Context: an optimization exercise on an open-source flow, tuned for small area, a short achievable clock period and few clock cycles. The choices shown serve that exercise and are no tape-out recipe. Function was checked by simulation only, so behaviour that the tests miss may differ from the original. Power is estimated from default activity; no workload was simulated.

$ cat flow/config.mk
export PLATFORM = sky130hd
export DESIGN_NAME = tumbler_sel
export DESIGN_NICKNAME = tumbler_sel
export VERILOG_FILES = /design/flow/design.v
export SDC_FILE = /design/flow/constraint.sdc
export NUM_CORES = 8
export LEC_CHECK = 0
export CAP_MARGIN = 20
export CORE_MARGIN = 2
export CORE_UTILIZATION = 40
export PLACE_DENSITY = 0.6
export SLEW_MARGIN = 20
$ cat flow/run.sh
#!/bin/bash
# synth_recipe.tcl (not shown) runs the flow's synth.tcl, then flattens the netlist and writes it again
# the make line also repeats each setting of config.mk as NAME=value (left out here)
make -C /OpenROAD-flow-scripts/flow DESIGN_CONFIG=/design/flow/config.mk WORK_HOME=/design/flow/orfs CLKGATE_MAP_FILE= SYNTH_SCRIPT=/design/flow/synth_recipe.tcl finish
$ cat flow/design.v
module tumbler_sel (
    input  wire               clk,
    input  wire               rst,
    input  wire               wr_en,
    input  wire [4:0]         wr_pos,
    input  wire signed [23:0] wr_key,
    input  wire signed [7:0]  wr_temp,
    input  wire               wr_elig,
    input  wire               wr_fb,
    input  wire               wr_activate,
    input  wire               start,
    input  wire signed [15:0] lvl_n,
    input  wire [11:0]        lvl_f,
    input  wire signed [31:0] iarm,
    input  wire [7:0]         max_swap,
    input  wire [10:0]        f_dead,
    input  wire               therm_en,
    input  wire               frac_rotate,
    input  wire [15:0]        hyst,
    input  wire [7:0]         depth,
    input  wire               rate_en,
    input  wire [23:0]        credit_add,
    input  wire signed [7:0]  t0,
    input  wire [15:0]        gain,
    input  wire [15:0]        i_db,
    output wire               ready,
    output reg                done,
    output reg  [95:0]        cmd,
    output reg                out_pol,
    output reg  [5:0]         out_m,
    output reg  [11:0]        out_f,
    output reg                dir,
    output reg                pos_clamp,
    output reg                neg_clamp,
    output reg                frac_drop,
    output reg                frac_valid,
    output reg  [4:0]         frac_pos,
    output reg  [7:0]         swaps,
    output reg  [5:0]         healthy
);
    localparam NC = 32;
    localparam [2:0] C_BLOCK    = 3'd0,
                     C_BYPASS   = 3'd1,
                     C_INS_POS  = 3'd2,
                     C_INS_NEG  = 3'd3,
                     C_FRAC_POS = 3'd4,
                     C_FRAC_NEG = 3'd5;
    localparam [2:0] S_IDLE   = 3'd0,
                     S_PREP   = 3'd1,
                     S_LOAD   = 3'd2,
                     S_ADJ    = 3'd3,
                     S_SWAP   = 3'd4,
                     S_FRAC   = 3'd5,
                     S_COMMIT = 3'd6;
    reg signed [23:0] key      [0:NC-1];
    reg signed [7:0]  temp     [0:NC-1];
    reg        [2:0]  cmd_last [0:NC-1];
    reg        [23:0] credit   [0:NC-1];
    reg [NC-1:0]      elig;
    reg [NC-1:0]      fb;
    reg signed [27:0] rk [0:NC-1];    
    reg [NC-1:0]      ins;
    reg [NC-1:0]      out;
    reg [2:0]         state;
    reg [4:0]         idx;
    reg [5:0]         ins_cnt;
    reg [7:0]         swap_cnt;
    reg               frac_sel;
    reg [4:0]         frac_sel_pos;
    reg               prev_frac_valid;
    reg [4:0]         prev_frac_pos;
    reg signed [15:0] s_n;
    reg [11:0]        s_f;
    reg signed [31:0] s_iarm;
    reg [7:0]         s_max_swap;
    reg [10:0]        s_f_dead;
    reg               s_therm_en;
    reg               s_rotate;
    reg [15:0]        s_hyst;
    reg [7:0]         s_depth;
    reg               s_rate_en;
    reg [23:0]        s_credit_add;
    reg signed [7:0]  s_t0;
    reg [15:0]        s_gain;
    reg [15:0]        s_i_db;
    reg               pos;       
    reg               low;       
    reg [5:0]         m;
    reg [11:0]        fp;
    assign ready = (state == S_IDLE);
    integer i;
    reg               p_pos;
    reg [16:0]        p_m;
    reg [11:0]        p_fp;
    reg               p_dir;
    reg               p_low;
    reg [5:0]         p_avail_cnt;
    reg [5:0]         p_healthy;
    reg [5:0]         p_ins_cnt;
    reg               p_any_fb;
    reg               p_pos_clamp;
    reg               p_neg_clamp;
    reg               p_frac_drop;
    reg [NC-1:0]      p_avail;
    reg [NC-1:0]      p_ins;
    always @* begin
        if (s_n >= 0) begin
            p_pos = 1'b1;
            p_m   = {1'b0, s_n};
            p_fp  = s_f;
        end else if (s_f == 12'd0) begin
            p_pos = 1'b0;
            p_m   = -{s_n[15], s_n};
            p_fp  = 12'd0;
        end else begin
            p_pos = 1'b0;
            p_m   = -{s_n[15], s_n} - 17'd1;
            p_fp  = 12'd0 - s_f;
        end
        if (s_f_dead != 11'd0 && p_fp != 12'd0) begin
            if (p_fp < {1'b0, s_f_dead}) begin
                p_fp = 12'd0;
            end else if ({1'b0, p_fp} >= 13'd4096 - {2'b00, s_f_dead}) begin
                p_m  = p_m + 17'd1;
                p_fp = 12'd0;
            end
        end
        p_dir = dir;
        if (s_iarm > $signed({16'd0, s_i_db}))
            p_dir = 1'b0;
        else if (s_iarm < -$signed({16'd0, s_i_db}))
            p_dir = 1'b1;
        p_low = (p_dir == 1'b0) == p_pos;
        p_healthy   = 6'd0;
        p_avail_cnt = 6'd0;
        p_ins_cnt   = 6'd0;
        p_any_fb    = 1'b0;
        for (i = 0; i < NC; i = i + 1) begin
            p_avail[i] = elig[i] & (p_pos | fb[i]);
            p_ins[i]   = p_avail[i] & (cmd_last[i] == (p_pos ? C_INS_POS : C_INS_NEG));
            p_healthy   = p_healthy + {5'd0, elig[i]};
            p_avail_cnt = p_avail_cnt + {5'd0, p_avail[i]};
            p_ins_cnt   = p_ins_cnt + {5'd0, p_ins[i]};
            p_any_fb    = p_any_fb | fb[i];
        end
        p_pos_clamp = 1'b0;
        p_neg_clamp = 1'b0;
        if (!p_pos && !p_any_fb) begin
            p_m  = 17'd0;
            p_fp = 12'd0;
            p_neg_clamp = 1'b1;
        end else if (p_m > {11'd0, p_avail_cnt}) begin
            p_m  = {11'd0, p_avail_cnt};
            p_fp = 12'd0;
            if (p_pos) p_pos_clamp = 1'b1;
            else       p_neg_clamp = 1'b1;
        end
        p_frac_drop = 1'b0;
        if (p_fp != 12'd0 && p_m == {11'd0, p_avail_cnt}) begin
            p_fp = 12'd0;
            p_frac_drop = 1'b1;
        end
    end
    reg signed [8:0]  l_dt;
    reg [24:0]        l_pen;
    reg signed [27:0] l_ek;
    reg signed [27:0] l_rk;
    always @* begin
        l_dt  = $signed({temp[idx][7], temp[idx]}) - $signed({s_t0[7], s_t0});
        l_pen = 25'd0;
        if (s_therm_en && l_dt > 0)
            l_pen = s_gain * l_dt[7:0];
        if (low)
            l_ek = $signed({{4{key[idx][23]}}, key[idx]}) + $signed({3'd0, l_pen});
        else
            l_ek = $signed({{4{key[idx][23]}}, key[idx]}) - $signed({3'd0, l_pen});
        l_rk = low ? l_ek : -l_ek;
    end
    reg               b_found;
    reg [4:0]         b_pos;
    reg               b_cr;
    reg signed [27:0] b_rk;
    reg               w_found;
    reg [4:0]         w_pos;
    reg               w_cr;
    reg signed [27:0] w_rk;
    reg               f_found;
    reg [4:0]         f_pos;
    reg               f_rich;
    reg signed [27:0] f_rk;
    reg [NC-1:0]      has_cr;
    reg [NC-1:0]      has_cr2;
    reg [NC-1:0]      f_pool;
    reg               f_excl;
    always @* begin
        for (i = 0; i < NC; i = i + 1) begin
            has_cr[i]  = !s_rate_en || (credit[i] >= 24'h010000);
            has_cr2[i] = !s_rate_en || (credit[i] >= 24'h020000);
        end
        b_found = 1'b0; b_pos = 5'd0; b_cr = 1'b0; b_rk = 28'sd0;
        w_found = 1'b0; w_pos = 5'd0; w_cr = 1'b0; w_rk = 28'sd0;
        for (i = 0; i < NC; i = i + 1) begin
            if (out[i]) begin
                if (!b_found || (has_cr[i] && !b_cr) ||
                    (has_cr[i] == b_cr && rk[i] < b_rk)) begin
                    b_found = 1'b1;
                    b_pos   = i[4:0];
                    b_cr    = has_cr[i];
                    b_rk    = rk[i];
                end
            end
            if (ins[i]) begin
                if (!w_found || (has_cr[i] && !w_cr) ||
                    (has_cr[i] == w_cr && rk[i] >= w_rk)) begin
                    w_found = 1'b1;
                    w_pos   = i[4:0];
                    w_cr    = has_cr[i];
                    w_rk    = rk[i];
                end
            end
        end
        f_excl = s_rotate && prev_frac_valid && (out & ~({{(NC-1){1'b0}}, 1'b1} << prev_frac_pos)) != 0;
        for (i = 0; i < NC; i = i + 1)
            f_pool[i] = out[i] && !(f_excl && prev_frac_pos == i[4:0]);
        f_found = 1'b0; f_pos = 5'd0; f_rich = 1'b0; f_rk = 28'sd0;
        for (i = 0; i < NC; i = i + 1) begin
            if (f_pool[i]) begin
                if (!f_found || (has_cr2[i] && !f_rich) ||
                    (has_cr2[i] == f_rich && rk[i] < f_rk)) begin
                    f_found = 1'b1;
                    f_pos   = i[4:0];
                    f_rich  = has_cr2[i];
                    f_rk    = rk[i];
                end
            end
        end
    end
    wire signed [28:0] margin = $signed({w_rk[27], w_rk}) - $signed({b_rk[27], b_rk});
    wire               swap_ok = b_found && w_found && b_cr && w_cr &&
                                 (margin > $signed({13'd0, s_hyst}));
    reg [2:0]   c_new  [0:NC-1];
    reg [1:0]   c_cost [0:NC-1];
    reg [23:0]  c_cred [0:NC-1];
    reg [24:0]  c_sum;
    reg [24:0]  c_lim;
    reg [25:0]  c_left;
    reg [7:0]   c_depth;
    always @* begin
        c_depth = (s_depth == 8'd0) ? 8'd1 : s_depth;
        c_lim   = {1'b0, c_depth, 16'd0};
        for (i = 0; i < NC; i = i + 1) begin
            if (!elig[i])
                c_new[i] = C_BLOCK;
            else if (ins[i])
                c_new[i] = pos ? C_INS_POS : C_INS_NEG;
            else if (frac_sel && frac_sel_pos == i[4:0])
                c_new[i] = pos ? C_FRAC_POS : C_FRAC_NEG;
            else
                c_new[i] = C_BYPASS;
            if (c_new[i] == C_BLOCK || cmd_last[i] == C_BLOCK)
                c_cost[i] = 2'd0;
            else if (c_new[i] == C_FRAC_POS || c_new[i] == C_FRAC_NEG)
                c_cost[i] = 2'd2;
            else if (cmd_last[i] == C_FRAC_POS || cmd_last[i] == C_FRAC_NEG)
                c_cost[i] = (c_new[i] == C_BYPASS) ? 2'd0 : 2'd1;
            else
                c_cost[i] = (c_new[i] == cmd_last[i]) ? 2'd0 : 2'd1;
            c_sum = {1'b0, credit[i]} + {1'b0, s_credit_add};
            if (c_sum > c_lim)
                c_sum = c_lim;
            c_left = {1'b0, c_sum} - {8'd0, c_cost[i], 16'd0};
            if (c_left[25])
                c_cred[i] = 24'd0;
            else
                c_cred[i] = c_left[23:0];
        end
    end
    always @(posedge clk) begin
        if (rst) begin
            state           <= S_IDLE;
            idx             <= 5'd0;
            ins_cnt         <= 6'd0;
            swap_cnt        <= 8'd0;
            frac_sel        <= 1'b0;
            frac_sel_pos    <= 5'd0;
            prev_frac_valid <= 1'b0;
            prev_frac_pos   <= 5'd0;
            elig            <= {NC{1'b0}};
            fb              <= {NC{1'b0}};
            ins             <= {NC{1'b0}};
            out             <= {NC{1'b0}};
            for (i = 0; i < NC; i = i + 1) begin
                key[i]      <= 24'sd0;
                temp[i]     <= 8'sd0;
                cmd_last[i] <= C_BLOCK;
                credit[i]   <= 24'd0;
                rk[i]       <= 28'sd0;
            end
            s_n <= 16'sd0; s_f <= 12'd0; s_iarm <= 32'sd0;
            s_max_swap <= 8'd0; s_f_dead <= 11'd0; s_therm_en <= 1'b0;
            s_rotate <= 1'b0; s_hyst <= 16'd0; s_depth <= 8'd0;
            s_rate_en <= 1'b0; s_credit_add <= 24'd0; s_t0 <= 8'sd0;
            s_gain <= 16'd0; s_i_db <= 16'd0;
            pos <= 1'b1; low <= 1'b1; m <= 6'd0; fp <= 12'd0;
            done       <= 1'b0;
            cmd        <= 96'd0;
            out_pol    <= 1'b0;
            out_m      <= 6'd0;
            out_f      <= 12'd0;
            dir        <= 1'b0;
            pos_clamp  <= 1'b0;
            neg_clamp  <= 1'b0;
            frac_drop  <= 1'b0;
            frac_valid <= 1'b0;
            frac_pos   <= 5'd0;
            swaps      <= 8'd0;
            healthy    <= 6'd0;
        end else begin
            done <= 1'b0;
            case (state)
            S_IDLE: begin
                if (start) begin
                    s_n          <= lvl_n;
                    s_f          <= lvl_f;
                    s_iarm       <= iarm;
                    s_max_swap   <= max_swap;
                    s_f_dead     <= f_dead;
                    s_therm_en   <= therm_en;
                    s_rotate     <= frac_rotate;
                    s_hyst       <= hyst;
                    s_depth      <= depth;
                    s_rate_en    <= rate_en;
                    s_credit_add <= credit_add;
                    s_t0         <= t0;
                    s_gain       <= gain;
                    s_i_db       <= i_db;
                    state        <= S_PREP;
                end else if (wr_en) begin
                    key[wr_pos]  <= wr_key;
                    temp[wr_pos] <= wr_temp;
                    elig[wr_pos] <= wr_elig;
                    fb[wr_pos]   <= wr_fb;
                    if (wr_activate)
                        credit[wr_pos] <= {((depth == 8'd0) ? 8'd1 : depth), 16'd0};
                end
            end
            S_PREP: begin
                pos       <= p_pos;
                low       <= p_low;
                dir       <= p_dir;
                m         <= p_m[5:0];
                fp        <= p_fp;
                ins       <= p_ins;
                out       <= p_avail & ~p_ins;
                ins_cnt   <= p_ins_cnt;
                healthy   <= p_healthy;
                pos_clamp <= p_pos_clamp;
                neg_clamp <= p_neg_clamp;
                frac_drop <= p_frac_drop;
                idx       <= 5'd0;
                state     <= S_LOAD;
            end
            S_LOAD: begin
                rk[idx] <= l_rk;
                idx     <= idx + 5'd1;
                if (idx == 5'd31)
                    state <= S_ADJ;
            end
            S_ADJ: begin
                if (ins_cnt < m) begin
                    ins[b_pos] <= 1'b1;
                    out[b_pos] <= 1'b0;
                    ins_cnt    <= ins_cnt + 6'd1;
                end else if (ins_cnt > m) begin
                    ins[w_pos] <= 1'b0;
                    out[w_pos] <= 1'b1;
                    ins_cnt    <= ins_cnt - 6'd1;
                end else begin
                    swap_cnt <= 8'd0;
                    state    <= S_SWAP;
                end
            end
            S_SWAP: begin
                if (swap_cnt < s_max_swap && swap_ok) begin
                    ins[b_pos] <= 1'b1;
                    out[b_pos] <= 1'b0;
                    ins[w_pos] <= 1'b0;
                    out[w_pos] <= 1'b1;
                    swap_cnt   <= swap_cnt + 8'd1;
                end else begin
                    state <= S_FRAC;
                end
            end
            S_FRAC: begin
                frac_sel     <= (fp != 12'd0) && f_found;
                frac_sel_pos <= f_pos;
                state        <= S_COMMIT;
            end
            S_COMMIT: begin
                for (i = 0; i < NC; i = i + 1) begin
                    cmd[3*i +: 3] <= c_new[i];
                    cmd_last[i]   <= c_new[i];
                    if (elig[i] && s_rate_en)
                        credit[i] <= c_cred[i];
                end
                prev_frac_valid <= frac_sel;
                prev_frac_pos   <= frac_sel_pos;
                out_pol    <= !pos;
                out_m      <= m;
                out_f      <= fp;
                frac_valid <= frac_sel;
                frac_pos   <= frac_sel ? frac_sel_pos : 5'd0;
                swaps      <= swap_cnt;
                done       <= 1'b1;
                state      <= S_IDLE;
            end
            default: state <= S_IDLE;
            endcase
        end
    end
endmodule
$ cat flow/constraint.sdc
create_clock -name core_clock -period 110.0 [get_ports {clk}]
set_input_delay 22.0000 -clock core_clock [delete_from_list [all_inputs] [get_ports {clk}]]
set_output_delay 22.0000 -clock core_clock [all_outputs]
set_load 0.01 [all_outputs]
==> summary.txt <==
==> cell type report <==
| type | instances | area, um2 |
|---|---|---|
| timing repair buffer | 3230 | 26100 |
| sequential | 3184 | 85600 |
| multi-input combinational | 23680 | 186000 |
| fill | 67441 | 377000 |
| clock buffer | 527 | 10900 |
| clock inverter | 216 | 2570 |
| antenna | 58 | 145 |
| inverter | 2938 | 11000 |
| tap | 9516 | 11900 |
==> state kept, by name, summed over array words and instances (netlist names), 16 cells and up, named ones only <==
name,cells
s_gain,16
fb,32
s_i_db,16
ins,32
credit,768
temp,256
key,768
s_credit_add,24
out,32
elig,32
s_n,16
s_hyst,16
cmd,41
cmd_last,55
rk,896
s_iarm,32
==> power groups by stage <==
stage,logic (mW),clock network [mW],registers (mW)
after global placement,2.38,0,1.39
after floorplan,1.22,0,1.36
==> Yosys cell counts, types with 277 or more instances <==
cell,instances
nand4_1,614
a22o_1,486
mux2i_1,780
nand2_1,2315
o21ai_0,1514
a21oi_1,2369
nand2b_1,502
o21a_1,360
nor2_1,2099
edfxtp_1,2176
dfxtp_1,1008
nor2b_1,584
nand3_1,277
ha_1,3982
xnor2_1,965
clkbuf_1,1226
a21o_1,632
and2_1,1156
mux2_2,1403
inv_1,2929
nor3_1,303
mux4_2,320
o21bai_1,682
==> through the flow <==
step / total power [mW] / setup TNS [ns] / util, % / instances
6_report: 5.26 / 0 / 47.0 / 43349
3_3_place_gp: 3.77 / -236.07 / 44.8 / 42442
5_1_grt: 5.48 / -8.62 / 47.0 / 43304
2_1_floorplan: 2.58 / 0 / - / 31207
4_1_cts: 5.20 / 0 / 46.7 / 43191
3_5_place_dp: 3.79 / -132.68 / 44.8 / 42444
==> repair_timing <==
item,4_1_cts,5_1_grt
cloned,1,3
resized for setup,7,238
pin swaps,4,46
buffers inserted,3,94
setup endpoints to repair,112,113
==> worst min path at each step <==
stage	slack (ns)	endpoint	cells after the start	startpoint
3_3_place_gp	0.43	credit[0][15]	2	credit[0][15]
2_1_floorplan	0.42	credit[0][15]	2	credit[0][15]
==> kinds of logic (layout without fill, tap and decap cells) <==
logic type | Yosys count | in the layout | share of synthesized area [%]
AND/OR/NAND/NOR | 8701 | 8702 | 15.2
multiplexers | 2520 | 2520 | 10.9
buffers and inverters | 4347 | 6911 | 5.74
XOR/XNOR | 1172 | 1172 | 3.60
other | 0 | 58 | 0
adder cells (fa/ha/maj) | 4206 | 4206 | 19.0
AO/OA/AOI/OAI | 7077 | 7080 | 15.6
flip-flops | 3184 | 3184 | 30.0
==> layer usage <==
| metal | vias to the layer above | GRT usage, % |
|---|---|---|
| met1 | 126231 | 45.2 |
| met2 | 13027 | 52.0 |
| met3 | 2834 | 8.42 |
| met5 | - | 0 |
| li1 | 116417 | - |
| met4 | 48 | 19.4 |
==> summary.txt <==
status complete, no violations; Place WS -1.77 ns; Critical Path End Type register; fin crit period 103.76 ns; M1 WL 525 mm; Static Leak 139 nW; DR iter-0 viols 29794; Clk pwr share 26.7%; most frequent cells in the layout ha_1 (3980), inv_1 (2922), buf_4 (2772); largest net degree at the start of global routing 101; die height 849 um; Synth area leaders edfxtp_1 (23%), ha_1 (17%), dfxtp_1 (7.1%); clk buf depth 4; CP delay by family, top compound AO/OA/AOI/OAI gates; #FFs+latches synth 3184; Clock Skews 0.108 ns; # IOs 355; sw frac 39.6%; Switch Pwr 2.08 mW; CTS tree built; final slew viol count 0; CTS sink cnt 3184; Final nets 37851; Worst path max stage delay 0.65 ns; DRT Pass-1 Iters 11; number of routed nets with antenna violations 0; R2R Path Start out[0]; wirelength, routed 1300 mm; Port Buf Inserts 354; stages on the worst setup path 581; Hold Crit Start s_hyst[11]; Main power group combinational logic; ys flop type edfxtp_1; CTS Hold Bufs 0; CP max stage cell or4b_2; Top Layer Used met5; Post-synth EDFFs 2176; Critical Path Start out[0]; clock-pin slew on the worst setup and hold paths 0.06 ns; final worst-path cycle share 94.3%; sequential fraction of the synthesis area 30.0%; Power Combinational 2.49 mW; syn_area_per_cell 9.15 um2; DIE AREA 0.721 mm2; Max FO, Critical Path 38; P_int 3.18 mW; measured slew at the worst slew-check pin 1.28 ns; WHS Endpoint s_hyst[11]; gate count after technology mapping 31207; first-pass GRT wire length 1820 mm; Power Dens Cells 15.7 mW/mm2; via count 258557; metal2 WL 548 mm; Syn Nets 35627; hold_ws 0.451 ns; Placed Area 0.319 mm2; Area Overhead vs Synth 17.2%; initial antenna violation count 114; Final Setup Violations 0; Synth area leader edfxtp_1; sequential power 1.36 mW; CTS Buf Count 397; Core Rows 310; Clk Latency, worst-skew pair 1.14 ns; Worst Hold Class reg2reg; YS warnings 5; chip width 849 um; wire length on met3 137 mm; CTS root buf clkbuf_16; peak supply drop 0.0158 mV; core area 0.712 mm2; worst reg2reg setup slack 6.24 ns; GRT Overall Usage 34.5%; grt total ovfl 0; CP bufs+invs 96; f_max 9.64 MHz; Synth cell types 122; power share of the sequential group 25.9%; Residual DRC 0; H-tree lvl count 5; Initial Util 40.1%; hold depth 2; CP endpoint out[0]; final setup margin 6.24 ns; FFs w/ async S/R, synth 0%; Mapped Area 0.285 mm2; vias per cell 5.96; Worst slew margin 14.1%; WL/cell 30.0 um; layout cells sized above 1 17.2%; CP arrival 104.63 ns; area fraction of the dominant cell type after synthesis 22.9%; Finished Cell Area 0.335 mm2; Gate power share 47.4%; final count of hold timing violations 0; post-detail-place hpwl 989 mm; vias in the first global route 247820; Reg-to-Reg End out[0]; CP Launch Type register; Clock Power 1.41 mW; routability cong. 1.04; Worst Reg2Reg Path Length in Cells 581; Max-cap violations 0; commonest non-fill, non-tap cell in the layout ha_1; Crit Path Class reg2reg; Req. time, crit path 110.86 ns
Testbench counts, summed over its fixed seeds: cycles 51,899.

## static timing again, ports no longer ideal
The results above use ideal ports. As a check the final layout listed here was re-extracted and re-timed, cells and wires unchanged. Step 1 sets driving cells, clkbuf_16 on the clock port and buf_2 on the other inputs (assumed; they add their load-dependent delay and slew). Step 2 adds t to the input delays and takes it off the output delays; t is the mean of the earliest and latest rising clock arrival at the registers after step 1. Input paths then give back, and output paths get back, about the clock's delay inside the block. Slacks: ideal ports / drivers / drivers and shift; pairs: ideal ports / drivers.
shift t [ns]: 1.236
slack for setup (ns): 6.235 / 6.235 / 6.235
hold slack, ns: 0.451 / 0.451 / 0.451
clock arrival spread, ns: 0.112 / 0.112
After both steps setup and hold are still met in this run. For this run, drivers alone change the setup slack by 0.000 ns; drivers and shift together by 0.000 ns.
